What follows belongs to an exercise in optimizing a design on an open flow for small area, a short achievable clock period and few clock cycles; a production flow would make more cautious choices.
The RTL was checked by simulation tests, not by an equivalence proof against the original design.

==> flow/design.v (excerpt) <==
module sha256_core (
    input  wire         clk,
    input  wire         rst,
    input  wire         in_valid,
    input  wire         in_first,
    input  wire [31:0]  in_data,
    output wire         in_ready,
    output reg          out_valid,
    output wire [255:0] digest
);
    localparam [31:0] IV0 = 32'h6a09e667, IV1 = 32'hbb67ae85,
                      IV2 = 32'h3c6ef372, IV3 = 32'ha54ff53a,
                      IV4 = 32'h510e527f, IV5 = 32'h9b05688c,
                      IV6 = 32'h1f83d9ab, IV7 = 32'h5be0cd19;
    function [31:0] rotr;
        input [31:0] x;
        input integer n;
        begin
            rotr = (x >> n) | (x << (32 - n));
        end
    endfunction
    function [31:0] csa_s;
        input [31:0] x, y, z;
        begin
            csa_s = x ^ y ^ z;
        end
    endfunction
    function [31:0] csa_c;
        input [31:0] x, y, z;
        begin
            csa_c = ((x & y) | (x & z) | (y & z)) << 1;
        end
    endfunction
    function [31:0] add32;
        input [31:0] x, y;
        reg   [31:0] p, gg, pp, g2, p2;
        integer k, n, m;
        begin
            p  = x ^ y;
            gg = x & y;
            pp = p;
            for (k = 0; k < 5; k = k + 1) begin
                g2 = gg;
                p2 = pp;
                for (n = 0; n < 32; n = n + 1)
                    if (((n >> k) & 1) == 1) begin
  ...
For scale: roughly 4,300 cells after synthesis, roughly 1,100 flip-flops.
make LEC_CHECK=0 CAP_MARGIN=5 CORE_MARGIN=2 CORE_UTILIZATION=60 SETUP_SLACK_MARGIN=5 SLEW_MARGIN=5 TNS_END_PERCENT=100 finish   # period 10.0 ns
run.sh (not shown) runs the stock make flow with config.mk's settings and CLKGATE_MAP_FILE= SYNTH_SCRIPT=/design/flow/synth_recipe.tcl, a recipe that flattens the netlist after the stock synthesis.
Testbench counts at the start, summed over its fixed seeds: cycles 32,904.
Rerun with:
- CAP_MARGIN: 5 -> 20
- CORE_UTILIZATION: 60 -> 40
- CTS_BUF_LIST: unset -> sky130_fd_sc_hd__clkbuf_8
- CTS_CLUSTER_SIZE: unset -> 30
- SLEW_MARGIN: 5 -> 20
Outcome: Register-to-register slack got worse by 0.15 ns; wire length is higher by 8.4%; sequential cell count is unchanged; global-route usage is lower by 11 points; setup slack gets worse by 0.15 ns; cell area rises by 1.7%.
Rerun with:
- CORE_UTILIZATION: 40 -> 70
- CTS_BUF_LIST: sky130_fd_sc_hd__clkbuf_8 -> unset
- CTS_CLUSTER_SIZE: 30 -> unset
- PLACE_DENSITY: unset -> 0.8
- setup slack loses 0.25 ns
- die area drops by well over a third
- design area drops slightly
- global-route usage climbs by 22 points
- flip-flop and latch count is unchanged
- worst hold slack loses 0.031 ns
- clock skew climbs by 0.021 ns
- wire length climbs by roughly a tenth
- final cell count drops by roughly a tenth
Rerun with:
- CORE_UTILIZATION: 70 -> 60
- PLACE_DENSITY: 0.8 -> unset
Design area hardly moves.
Register-to-register slack gains 0.40 ns.
Hold slack gains 0.035 ns.
First-iteration DRC count came out lower by 47%.
Final cell count came out higher by 3.0%.
Area after synthesis does not change.
Die area came out higher by 16%.
Worst setup slack gains 0.40 ns.

Setup of v27:
Starting RTL as in the previous note.
Settings: LEC_CHECK=0, CAP_MARGIN=20, CORE_MARGIN=2, CORE_UTILIZATION=50, CTS_CLUSTER_DIAMETER=130, CTS_CLUSTER_SIZE=24, SETUP_SLACK_MARGIN=5, SLEW_MARGIN=20, TNS_END_PERCENT=100; clock period 10.0 ns.
v27 was carried through to the last stage, and its layout satisfied the timing, design-rule and antenna checks.
Testbench counts of v27, summed over its fixed seeds: cycles 32,904.
For v6, these inputs were changed with respect to v27:
# v27
export LEC_CHECK = 0
export CAP_MARGIN = 20
export CORE_MARGIN = 2
export CORE_UTILIZATION = 50
export CTS_CLUSTER_DIAMETER = 130
export CTS_CLUSTER_SIZE = 24
export SETUP_SLACK_MARGIN = 5
export SLEW_MARGIN = 20
export TNS_END_PERCENT = 100
create_clock -name core_clock -period 10.0 [get_ports {clk}]
# v6
export LEC_CHECK = 0
export CAP_MARGIN = 20
export CORE_MARGIN = 2
export CORE_UTILIZATION = 60
export CTS_CLUSTER_DIAMETER = 130
export CTS_CLUSTER_SIZE = 24
export SETUP_SLACK_MARGIN = 5
export SLEW_MARGIN = 20
export TNS_END_PERCENT = 100
create_clock -name core_clock -period 10.0 [get_ports {clk}]
[summary]
On v6: number of ordinary inverters in the final layout is about 0.4% higher than what v27 gave.
v6 vs. v27: total cell area at the placement stage shows a reduction of 0.67%.
Going from v27 to v6, worst clock skew on the final layout went down 0.017 ns, flip-flop and latch share of the layout cell area went up by 0.19 points, count of inserted antenna diode cells now smaller, core utilization saw an increase.
Across both runs, post-layout minimum cycle time was higher for v6 than for v27.
Compared to v27, the router laid down less metal wire for v6.
Input-level comparison between v58 and v6:
# v6
export LEC_CHECK = 0
export CAP_MARGIN = 20
export CORE_MARGIN = 2
export CORE_UTILIZATION = 60
export CTS_CLUSTER_DIAMETER = 130
export CTS_CLUSTER_SIZE = 24
export SETUP_SLACK_MARGIN = 5
export SLEW_MARGIN = 20
export TNS_END_PERCENT = 100
create_clock -name core_clock -period 10.0 [get_ports {clk}]
# v58
export LEC_CHECK = 0
export CAP_MARGIN = 20
export CORE_MARGIN = 2
export CORE_UTILIZATION = 40
export SETUP_SLACK_MARGIN = 5
export SLEW_MARGIN = 20
export TNS_END_PERCENT = 100
create_clock -name core_clock -period 10.0 [get_ports {clk}]
Findings:
- A launch point of the worst path of e[18] is what v6 shows, while cf belongs to v58.
- Re clock slew at the register clock pins of the worst setup and hold paths: v58 and v6 aren't equal, and the lower value belongs to v58.
- v58 vs. v6: met2 track utilization from global routing shows a reduction of 16 points; fraction of area in clock buffers and inverters shows an increase of 4.2 points.
The following lists how v30 was set up differently from v58:
# v58
export LEC_CHECK = 0
export CAP_MARGIN = 20
export CORE_MARGIN = 2
export CORE_UTILIZATION = 40
export SETUP_SLACK_MARGIN = 5
export SLEW_MARGIN = 20
export TNS_END_PERCENT = 100
create_clock -name core_clock -period 10.0 [get_ports {clk}]
# v30
export LEC_CHECK = 0
export CAP_MARGIN = 20
export CORE_MARGIN = 2
export CORE_UTILIZATION = 60
export SETUP_SLACK_MARGIN = 5
export SLEW_MARGIN = 20
export TNS_END_PERCENT = 100
create_clock -name core_clock -period 10.0 [get_ports {clk}]
==> flow/flow/run.sh (new file) <==
#!/bin/bash
# The standard layout (standard.sh, unchanged synthesis and steps), with
# the timing repair of floorplan, CTS and global routing aiming for a setup
# slack of 5.7 ns at the design's 10 ns clock instead of 5 ns. The clock,
# the SDC and all other settings are the standard flow's.
set -euo pipefail
bash standard.sh SETUP_SLACK_MARGIN=5.7 finish > standard_flow.log 2>&1
==> flow/standard.sh (new file) <==
#!/bin/bash
# synth_recipe.tcl (not shown) runs the flow's synth.tcl, then flattens the netlist and writes it again
# the make line also repeats each setting of config.mk as NAME=value (left out here)
make -C /OpenROAD-flow-scripts/flow DESIGN_CONFIG=/design/flow/config.mk WORK_HOME=/design/flow/orfs CLKGATE_MAP_FILE= SYNTH_SCRIPT=/design/flow/synth_recipe.tcl "${@:-finish}"
removed: flow/run.sh
[summary]
v30 against v58: wire length went down 1.5%, global-route met2 utilization +19 points, fraction of the yosys area taken by sequential cells has remained practically unchanged. Of v30 and v58, it is v30 that has the lower worst reg-to-reg path cell count.

-- re-timing with driven ports --
Ports are ideal in the flow. The routed layouts listed here were re-timed in OpenROAD.
Step 1 assumes that a clkbuf_16 drives the clock port and a buf_2 every other input.
Step 2 times the ports against the registers' clock, not the clock port: input delays grow and output delays shrink by t, the midpoint of the rising clock arrivals with the driver on.
a / b / c = ideal / step 1 / step 2; a / b = the first two.
run	t (ns)	slack for setup (ns)	worst setup path at the end	latest minus earliest clock arrival (ns)	cell pins on the clock port's net
the first run of note 1	0.744	5.031 / 5.031 / 5.031	register to register	0.070 / 0.069	1
the second run of note 1	0.934	4.878 / 4.878 / 4.878	register to register	0.070 / 0.069	1
the third run of note 1	0.756	4.630 / 4.630 / 4.630	register to register	0.078 / 0.079	1
the fourth run of note 1	0.744	5.031 / 5.031 / 5.031	register to register	0.070 / 0.069	1
v27	0.747	5.117 / 5.117 / 5.117	register to register	0.051 / 0.050	1
v6	0.724	5.033 / 5.033 / 5.033	register to register	0.024 / 0.025	1
v58	0.772	5.004 / 5.004 / 5.004	register to register	0.043 / 0.042	1
v30	0.752	5.148 / 5.148 / 5.148	register to register	0.054 / 0.055	1
After both steps every run listed still meets setup and hold.
